Source: an optimization exercise on an open RTL-to-GDS flow (aim: small area, a short achievable clock period and few clock cycles). Production flows keep margins and buffers that such runs may drop.
RTL that was checked went through simulation tests only; none was proved equivalent to the original.
No activity file was given, so power comes from the tool's default toggle rates.

Design qsc_decoder, start of the top module:
module qsc_decoder (
    input  wire        clk,
    input  wire        rst,
    input  wire        cmd_valid,
    output wire        cmd_ready,
    input  wire [5:0]  cmd_width_m1,
    input  wire [5:0]  cmd_lines_m1,
    input  wire        cmd_hist_reset,
    input  wire [14:0] cmd_nbytes,
    input  wire [7:0]  cmd_fill,
    input  wire        in_valid,
    output wire        in_ready,
    input  wire [7:0]  in_data,
    output wire        out_valid,
    input  wire        out_ready,
    output wire [7:0]  out_pix,
    output wire        done,
    output wire [2:0]  status
);
Size in the first run: ~1100 flip-flops, roughly 64 I/O pins.
Settings: LEC_CHECK=0, CAP_MARGIN=10, CORE_MARGIN=2, CORE_UTILIZATION=40, CTS_CLUSTER_DIAMETER=80, CTS_CLUSTER_SIZE=24, SETUP_SLACK_MARGIN=5, SLEW_MARGIN=10; clock period 12.0 ns.
run.sh (not shown) runs the stock make flow with config.mk's settings and CLKGATE_MAP_FILE= SYNTH_SCRIPT=/design/flow/synth_recipe.tcl, a recipe that flattens the netlist after the stock synthesis.
Testbench counts at the start, summed over its fixed seeds: cycles 146,447.
Rerun with:
Settings changed: CAP_MARGIN 10 to 20, CTS_BUF_LIST set to sky130_fd_sc_hd__clkbuf_8 sky130_fd_sc_hd__clkbuf_16, CTS_CLUSTER_DIAMETER 80 to 60, CTS_CLUSTER_SIZE 24 to 30, SLEW_MARGIN 10 to 20.
Result:
- cell area increases by 2.6%
- first-iteration DRC count increases by 2.1%
- sequential power hardly moves
- setup slack is better by 5.1 ps
- final cell count increases by 1.3%
- total power increases by 11%
Rerun with:
Settings changed: CTS_BUF_LIST sky130_fd_sc_hd__clkbuf_8 sky130_fd_sc_hd__clkbuf_16 to not set, CTS_CLUSTER_DIAMETER 60 to 80, CTS_CLUSTER_SIZE 30 to 24.
Final cell count goes down by about 1.2%.
Die area stays the same.
Wire length goes down by about 0.8%.
Final area goes down by 2.5%.
Count of clock-buffer cells in the layout goes down by 26.
Total power goes down by 10%.
Worst setup slack gets better by 29 ps.
Via count goes down by about 1%.
First-iteration DRC count goes up by 3.2%.
Area after synthesis stays the same.
Global-route usage goes down by 0.33 points.
Rerun with:
Settings changed: PLACE_DENSITY set to 0.75.
Effect: The changed run completed with no timing, DRC or antenna violations; routed wire length went down by a few percent; die area does not change; worst setup slack improved by 33 ps; critical path depth fell by 2.

========
qsc_decoder again, from the RTL that the note above started with.
Settings: LEC_CHECK=0, CAP_MARGIN=20, CORE_MARGIN=2, CORE_UTILIZATION=40, CTS_CLUSTER_DIAMETER=80, CTS_CLUSTER_SIZE=24, SETUP_SLACK_MARGIN=5, SLEW_MARGIN=20, TNS_END_PERCENT=30; clock period 12.0 ns.
The starting point completed with no timing, DRC or antenna violations.
Testbench counts at the start, summed over its fixed seeds: cycles 146,447.
Rerun with:
Settings changed: CTS_CLUSTER_DIAMETER 80 to 70, CTS_CLUSTER_SIZE 24 to 32, TNS_END_PERCENT 30 to default.
The changed run completed with no timing, DRC or antenna violations.
Via count came out higher by 0.48%.
Cell area came out higher by 1.9%.
Sequential share of layout area came out lower by 1.1 points.
Core utilization came out higher by 0.86 points.
Total power came out higher by 8.4%.
Sequential cell count stays the same.
Final cell count came out higher by 0.77%.
Synthesized area is unchanged.
Die area is unchanged.
Rerun with:
Settings changed: CAP_MARGIN 20 to 0, CTS_CLUSTER_DIAMETER 70 to 80, CTS_CLUSTER_SIZE 32 to 24, SLEW_MARGIN 20 to 0.
- The new run produced a clean layout
- wire length goes down by 0.35%
- critical path depth goes up by 3
- die area stays the same
- design area goes down by 2.0%
- combinational power barely changes
- first-iteration DRC count goes down by 1.4%
- final cell count goes down by 0.85%
- total power goes down by 7.6%
- sequential cell count stays the same
Rerun with:
Settings changed: CAP_MARGIN 0 to 20, SLEW_MARGIN 0 to 20, TNS_END_PERCENT from default to 5.
The new run passed the timing, design-rule and antenna checks; via count stays flat; setup slack gets worse by 0.030 ns; design area fell by 0.32%; global-route usage barely changes; power fell by about 0.6%; core utilization fell by 0.14 points; register-to-register slack gets worse by 0.03 ns; cell count stays flat; synthesized area is unchanged; hold slack is about the same; sequential share of layout area rose by 0.18 points.

========
Another version of the RTL of qsc_decoder (not shown whole).
For scale: about 4,300 cells after synthesis, about 1,100 flip-flops, roughly 53,000 µm² of cells after synthesis.
// qsc_decoder
module qsc_decoder (
    input  wire        clk,
    input  wire        rst,
    input  wire        cmd_valid,
    output wire        cmd_ready,
    input  wire [5:0]  cmd_width_m1,
    input  wire [5:0]  cmd_lines_m1,
    input  wire        cmd_hist_reset,
    input  wire [14:0] cmd_nbytes,
    input  wire [7:0]  cmd_fill,
    input  wire        in_valid,
    output wire        in_ready,
    input  wire [7:0]  in_data,
    output wire        out_valid,
    input  wire        out_ready,
    output wire [7:0]  out_pix,
    output wire        done,
    output wire [2:0]  status
);
==> flow/config.mk <==
export PLATFORM = sky130hd
export DESIGN_NAME = qsc_decoder
export DESIGN_NICKNAME = qsc_decoder
export VERILOG_FILES = /design/flow/design.v
export SDC_FILE = /design/flow/constraint.sdc
export NUM_CORES = 4
export LEC_CHECK = 0
export CAP_MARGIN = 20
export CORE_MARGIN = 2
export CORE_UTILIZATION = 40
export CTS_CLUSTER_DIAMETER = 80
export CTS_CLUSTER_SIZE = 24
export SETUP_SLACK_MARGIN = 4
export SLEW_MARGIN = 20
==> flow/constraint.sdc <==
create_clock -name core_clock -period 12.0 [get_ports {clk}]
set_input_delay 2.4000 -clock core_clock [delete_from_list [all_inputs] [get_ports {clk}]]
set_output_delay 2.4000 -clock core_clock [all_outputs]
set_load 0.01 [all_outputs]
Testbench counts at the start, summed over its fixed seeds: cycles 146,447.
Then changed:
Settings changed: CTS_CLUSTER_DIAMETER 80 to 100, CTS_CLUSTER_SIZE 24 to 30.
Effect: The new run completed with no timing, DRC or antenna violations; hold slack gets worse by 18 ps; non-clock buffer count climbs by 3; fmax falls by 0.43%; cell area shrinks by 0.62%; synthesized area stays the same; die area is unchanged.

========
== harbor ==
qsc_decoder, a different RTL version from the one above (not shown whole).
For scale: about 1,100 flip-flops, roughly 64 I/O pins, about 53,000 um^2 of cells after synthesis.
clock: 12.0 ns
lec_check: 0
cap_margin: 20
core_margin: 2
core_utilization: 40
setup_slack_margin: 4.3
slew_margin: 20
Relative to harbor, the following input files were edited for maple:
# harbor
export LEC_CHECK = 0
export CAP_MARGIN = 20
export CORE_MARGIN = 2
export CORE_UTILIZATION = 40
export SETUP_SLACK_MARGIN = 4.3
export SLEW_MARGIN = 20
create_clock -name core_clock -period 12.0 [get_ports {clk}]
# maple
export LEC_CHECK = 0
export CAP_MARGIN = 20
export CORE_MARGIN = 2
export CORE_UTILIZATION = 55
export SETUP_SLACK_MARGIN = 4
export SLEW_MARGIN = 20
create_clock -name core_clock -period 12.0 [get_ports {clk}]
[summary]
- Per the comparison of maple with harbor, wire length on met2 up about 1.6%; final period demand of the worst path moved up; critical path depth grew by 2.8%; area of all placed cells without fillers shows a reduction of 1100 um^2; setup slack went down by 130 ps.
- The final reports for maple and harbor show final clock period utilization by the worst path higher in the former.
- The first element of the critical path comes out c_r[5]$_DFFE_PN_ in one run and c_r[0]$_DFFE_PN_ in the other, namely in harbor and maple respectively.
- The run showing the smaller clock power share is harbor.
No functional check of the RTL was part of any run of this note.

========
== run A ==
Another version of the RTL of qsc_decoder (not shown whole).
For scale: roughly 5700 cells after synthesis, roughly 55000 um^2 of cells after synthesis.
## qsc_decoder
module qsc_decoder (
    input  wire        clk,
    input  wire        rst,
    input  wire        cmd_valid,
    output wire        cmd_ready,
    input  wire [5:0]  cmd_width_m1,
    input  wire [5:0]  cmd_lines_m1,
    input  wire        cmd_hist_reset,
    input  wire [14:0] cmd_nbytes,
    input  wire [7:0]  cmd_fill,
    input  wire        in_valid,
    output wire        in_ready,
    input  wire [7:0]  in_data,
    output wire        out_valid,
    input  wire        out_ready,
    output wire [7:0]  out_pix,
    output wire        done,
    output wire [2:0]  status
);
clock: 12.0 ns
lec_check: 0
abc_clock_period_in_ps: 6000
cap_margin: 20
core_margin: 2
core_utilization: 40
setup_slack_margin: 4
slew_margin: 20
Testbench counts of run A, summed over its fixed seeds: cycles 148,898.
## Diff of input files: run B against run A
Settings: ABC_CLOCK_PERIOD_IN_PS changed from 6000 to 5000; SETUP_SLACK_MARGIN changed from 4 to 5; CORE_UTILIZATION changed from 40 to 60.
[summary]
- Run B was carried through to the last stage, and its layout satisfied the timing, design-rule and antenna checks.
- The higher wire length per cell after detailed routing of run B and run A is in run B.
- Between run B and run A, it is run B whose die area is lower, by about 33%.
- Count of clock buffers in the final design: run B and run A compared, lower one is run B
- When run B is set beside run A, its final critical path time including I/O delays and setup turns out to be 18 ps smaller.
- Sort run B and run A by met2 global-route usage, ascending, and run A comes first.
- Run B ends up with higher global-route usage than run A does.
- Share of total power in the clock network was higher in run A than in run B.

========
## the baseline
RTL: one of the versions met above, not the one the previous note started from.
Size: roughly 64 I/O pins.
==> flow/config.mk <==
export PLATFORM = sky130hd
export DESIGN_NAME = qsc_decoder
export DESIGN_NICKNAME = qsc_decoder
export VERILOG_FILES = /design/flow/design.v
export SDC_FILE = /design/flow/constraint.sdc
export NUM_CORES = 4
export LEC_CHECK = 0
export CAP_MARGIN = 20
export CORE_MARGIN = 2
export CORE_UTILIZATION = 40
export SETUP_SLACK_MARGIN = 4
export SLEW_MARGIN = 20
==> flow/constraint.sdc <==
create_clock -name core_clock -period 12.0 [get_ports {clk}]
set_input_delay 2.4000 -clock core_clock [delete_from_list [all_inputs] [get_ports {clk}]]
set_output_delay 2.4000 -clock core_clock [all_outputs]
set_load 0.01 [all_outputs]
For the candidate, these inputs were changed with respect to the baseline:
--- a/flow/config.mk
+++ b/flow/config.mk
@@ -10,2 +10,4 @@
 export CORE_UTILIZATION = 40
+export CTS_CLUSTER_DIAMETER = 100
+export CTS_CLUSTER_SIZE = 30
 export SETUP_SLACK_MARGIN = 4
## What came out
- Sort the candidate and the baseline by largest driver fanout on the critical path desc -> top: the baseline
- Worst endpoint data arrival time, the candidate and the baseline: smaller value in the candidate
- In terms of area taken by multi-input logic gates, the candidate and the baseline differ only marginally.
- Headroom to the max-slew limit came out higher on the candidate than on the baseline.
- Diff the baseline -> the candidate: power decreased 15%; sequential share of cell area has increased; count of filler cells inserted in the layout increased by 1.9% relative to the old numbers; total nets after synthesis closely matched the old numbers; cell area now smaller.
- The via-per-instance ratio in the candidate was higher than what the baseline gave.
No run of this note included a check of the RTL's function; only the layout flow was run.

port drivers added, routing unchanged:
In the flow no input, the clock included, has a driving cell. The finished layouts below were timed again as built, in two steps.
Step 1 (the two cells are an assumption about what drives the block):
set clk [get_ports {clk}]
set_driving_cell -lib_cell sky130_fd_sc_hd__clkbuf_16 $clk
set_driving_cell -lib_cell sky130_fd_sc_hd__buf_2 [delete_from_list [all_inputs] $clk]
Step 2 adds t to the input delays and takes it off the output delays; t is the mean of the earliest and latest rising clock arrival at the registers after step 1. Input paths then give back, and output paths get back, about the clock's delay inside the block.
Slacks: ideal / step 1 / step 2; pairs: ideal / step 1.
run | t (ns) | setup WS [ns] | slew at the worst register clock pin (ns)
the first run of note 1 | 0.764 | 5.220 / 5.220 / 5.220 | 0.10 / 0.10
the second run of note 1 | 0.787 | 5.225 / 5.225 / 5.225 | 0.10 / 0.10
the third run of note 1 | 0.762 | 5.254 / 5.254 / 5.254 | 0.10 / 0.10
the fourth run of note 1 | 0.754 | 5.287 / 5.287 / 5.287 | 0.11 / 0.11
the first run of note 2 | 0.762 | 5.234 / 5.234 / 5.222 | 0.10 / 0.10
the second run of note 2 | 0.780 | 5.276 / 5.276 / 5.276 | 0.11 / 0.11
the third run of note 2 | 0.764 | 5.220 / 5.220 / 5.220 | 0.10 / 0.10
the fourth run of note 2 | 0.762 | 5.190 / 5.190 / 5.190 | 0.10 / 0.10
the first run of note 3 | 0.763 | 4.353 / 4.353 / 4.353 | 0.10 / 0.10
the second run of note 3 | 0.740 | 4.321 / 4.321 / 4.321 | 0.12 / 0.12
harbor | 0.801 | 4.415 / 4.415 / 4.415 | 0.07 / 0.07
maple | 0.768 | 4.288 / 4.288 / 4.288 | 0.07 / 0.07
run A | 0.816 | 4.006 / 4.006 / 4.006 | 0.07 / 0.07
run B | 0.793 | 4.024 / 4.024 / 4.024 | 0.08 / 0.08
the baseline | 0.801 | 4.350 / 4.350 / 4.350 | 0.07 / 0.07
the candidate | 0.734 | 4.320 / 4.320 / 4.320 | 0.12 / 0.12
After both steps every run listed still meets setup and hold. The setup slack of the first run of note 2, which loses most, moves by 0.000 ns with the drivers and by -0.012 ns with both steps.
